What follows belongs to an exercise in optimizing a design on an open flow for small area, a short achievable clock period and few clock cycles per item; a production flow would make more cautious choices. Only simulation tests tie the RTL to the original design; equivalence was not proved.

== main ==
// rs_kernel
module rs_kernel (
    input  wire        clk,
    input  wire        rst,         
    input  wire        in_valid,
    output wire        in_ready,
    input  wire [31:0] in_x,        
    input  wire [17:0] in_ca,       
    input  wire [17:0] in_cb,       
    input  wire [3:0]  in_q,        
    input  wire        in_last,     
    input  wire        in_mode,     
    input  wire [15:0] in_lam,      
    output wire        out_valid,
    input  wire        out_ready,
    output reg  [31:0] out_val,
    output reg  [3:0]  out_q,
    output reg         out_sat
);
Size: about 5700 cells after synthesis, about 470 flip-flops.
export LEC_CHECK = 0
export ABC_AREA = 1
export CAP_MARGIN = 20
export CORE_MARGIN = 2
export CORE_UTILIZATION = 40
export CTS_CLUSTER_DIAMETER = 120
export CTS_CLUSTER_SIZE = 20
export SLEW_MARGIN = 20
create_clock -name core_clock -period 14.0 [get_ports {clk}]
standard.sh (not shown) runs the stock make flow with config.mk's settings and CLKGATE_MAP_FILE= SYNTH_SCRIPT=/design/flow/synth_recipe.tcl, a recipe that flattens the netlist after the stock synthesis.
==> flow/flow/run.sh <==
#!/bin/bash
set -euo pipefail
cd "$(dirname "$0")/.."
bash standard.sh SETUP_SLACK_MARGIN=10 finish > standard_make.log 2>&1
In summary, main completed successfully, with a layout that passed the timing, DRC and antenna checks.
Testbench counts of main, summed over its fixed seeds: cycles 63,342, items 2,400.
Relative to main, the following input files were edited for the feature branch:
--- a/flow/design.v
+++ b/flow/design.v
@@ -63,20 +63,24 @@
     assign in_ready  = rdy;
     assign out_valid = ov;
     reg  [31:0] x0;
     reg  [26:0] da0, db0;       
     reg  [3:0]  q0;
     reg         v0, l0, m0, f0;
     reg  [15:0] lam_r;
     reg  [49:0] acc_a, acc_b;   
-    wire ovf_a = ~((acc_a[49] == acc_a[48]) & (acc_a[48] == acc_a[47]));
-    wire ovf_b = ~((acc_b[49] == acc_b[48]) & (acc_b[48] == acc_b[47]));
-    wire [49:0] val_a = ovf_a ? {{3{acc_a[49]}}, {47{~acc_a[49]}}} : acc_a;
-    wire [49:0] val_b = ovf_b ? {{3{acc_b[49]}}, {47{~acc_b[49]}}} : acc_b;
+    wire op_a = ~acc_a[49] & (acc_a[48] | acc_a[47]);
+    wire on_a =  acc_a[49] & ~(acc_a[48] & acc_a[47]);
+    wire op_b = ~acc_b[49] & (acc_b[48] | acc_b[47]);
+    wire on_b =  acc_b[49] & ~(acc_b[48] & acc_b[47]);
+    wire ovf_a = op_a | on_a;
+    wire ovf_b = op_b | on_b;
+    wire [49:0] val_a = {(acc_a[49:47] & ~{3{op_a}}) | {3{on_a}}, (acc_a[46:0] | {47{op_a}}) & ~{47{on_a}}};
+    wire [49:0] val_b = {(acc_b[49:47] & ~{3{op_b}}) | {3{on_b}}, (acc_b[46:0] | {47{op_b}}) & ~{47{on_b}}};
     wire [48:0] diff  = val_b[48:0] - val_a[48:0];
     wire [17:0] ya = fload ? {1'b0, lam_r, 1'b0} : tap_hs ? in_ca : 18'd0;
     wire [17:0] yb = fload ? {1'b0, diff[16:0]}  : tap_hs ? in_cb : 18'd0;
     always @(posedge clk) begin
         x0  <= fload ? diff[48:17] : in_x;
         da0 <= benc(ya);
         db0 <= benc(yb);
         q0  <= in_q;
@@ -88,33 +92,35 @@
     end
     wire [31:0] xb0 = f0 ? {16'd0, lam_r} : x0;
     wire [49:0] sa_w, ca_w, sb_w, cb_w;
     rs_bmul mul_a (.one(da0[8:0]), .two(da0[17:9]), .neg(da0[26:18]), .x(x0),  .s(sa_w), .c(ca_w));
     rs_bmul mul_b (.one(db0[8:0]), .two(db0[17:9]), .neg(db0[26:18]), .x(xb0), .s(sb_w), .c(cb_w));
     reg  [49:0] sa1, ca1, sb1, cb1;
     reg  [3:0]  q1;
     reg         v1, l1, m1, f1, first1;
+    reg         zb1;             
     reg         nj0;             
     always @(posedge clk) begin
         sa1 <= sa_w; ca1 <= ca_w; sb1 <= sb_w; cb1 <= cb_w;
         q1 <= q0; l1 <= l0; m1 <= m0;
         v1 <= v0 & ~rst;
         f1 <= f0 & ~rst;
         first1 <= v0 & nj0;
+        zb1    <= (v0 & nj0) | (f0 & ~rst);
         if (rst)     nj0 <= 1'b1;
         else if (v0) nj0 <= l0;
     end
     reg        hit_a, hit_b;     
     reg        vd, fd;           
     reg [1:0]  vr;
     reg        tst, prd, mode;
     reg        rp;               
-    wire [49:0] ina  = first1 ? 50'd0 : val_a;
-    wire [49:0] inb  = (first1 | f1) ? 50'd0 : val_b;
+    wire [49:0] ina  = val_a & ~{50{first1}};
+    wire [49:0] inb  = val_b & ~{50{zb1}};
     wire [49:0] ta   = ina ^ sa1 ^ ca1;
     wire [49:0] ka   = (ina & sa1) | (ina & ca1) | (sa1 & ca1);
     wire [49:0] tb   = inb ^ sb1 ^ cb1;
     wire [49:0] kb   = (inb & sb1) | (inb & cb1) | (sb1 & cb1);
     wire [49:0] suma = ta + {ka[48:0], 1'b0};
     wire [49:0] sumb = tb + {kb[48:0], 1'b0};
     wire hit_a_job = (hit_a & ~fd) | (vd & ovf_a);
     wire hit_b_job = (hit_b & ~fd) | (vd & ovf_b);
==> comparison <==
The feature branch completed every stage of the flow, and the final layout passed the timing, DRC and antenna checks.
The ratio of final minimum period to clock period on the feature branch is in line with that on main.
Summary: with main as the reference, number of DRC markers in iteration 0 in the feature branch moved up by a little under 10%.
main ended up with reg -> reg as its type of the setup path with the least slack; the feature branch ended up with reg -> out.
Cmp the feature branch vs main: number of placement rows higher in the feature branch
Of main and the feature branch, the lower critical path depth belongs to the feature branch.
Compared to main, the feature branch has met2 routed wirelength about 7% lower.
Against main, setup slack after layout in the feature branch came out better.
The feature branch vs main — maximum achievable frequency climbed slightly
Delta (the feature branch minus main): multi-input gate count now sits higher, sequential share of layout area now sits higher.
Testbench counts of the feature branch, summed over its fixed seeds: cycles 63,342, items 2,400.

## afterwards: timing with drivers on the ports
Ports are ideal in the flow. The routed layouts listed here were re-timed in OpenROAD.
Step 1 sets driving cells, clkbuf_16 on the clock port and buf_2 on the other inputs (assumed; they add their load-dependent delay and slew).
Step 2, shift: input delay + t, output delay - t, t = (earliest + latest rising clock arrival at the registers) / 2. This alone moves slack from input paths to output paths.
Slacks: ideal / step 1 / step 2; pairs: ideal / step 1.
run | t (ns) | setup slack, ns | worst hold slack (ns) | worst setup path at the end | cell pins on the clock port's net
main | 0.745 | 9.905 / 9.891 / 9.598 | 0.330 / 0.330 / 0.330 | input to register | 1
the feature branch | 0.726 | 9.922 / 9.849 / 9.360 | 0.332 / 0.332 / 0.332 | input to register | 1
After both steps setup and hold are still met in every run listed. For the feature branch, which loses most, drivers alone change the setup slack by -0.073 ns; drivers and shift together by -0.562 ns.
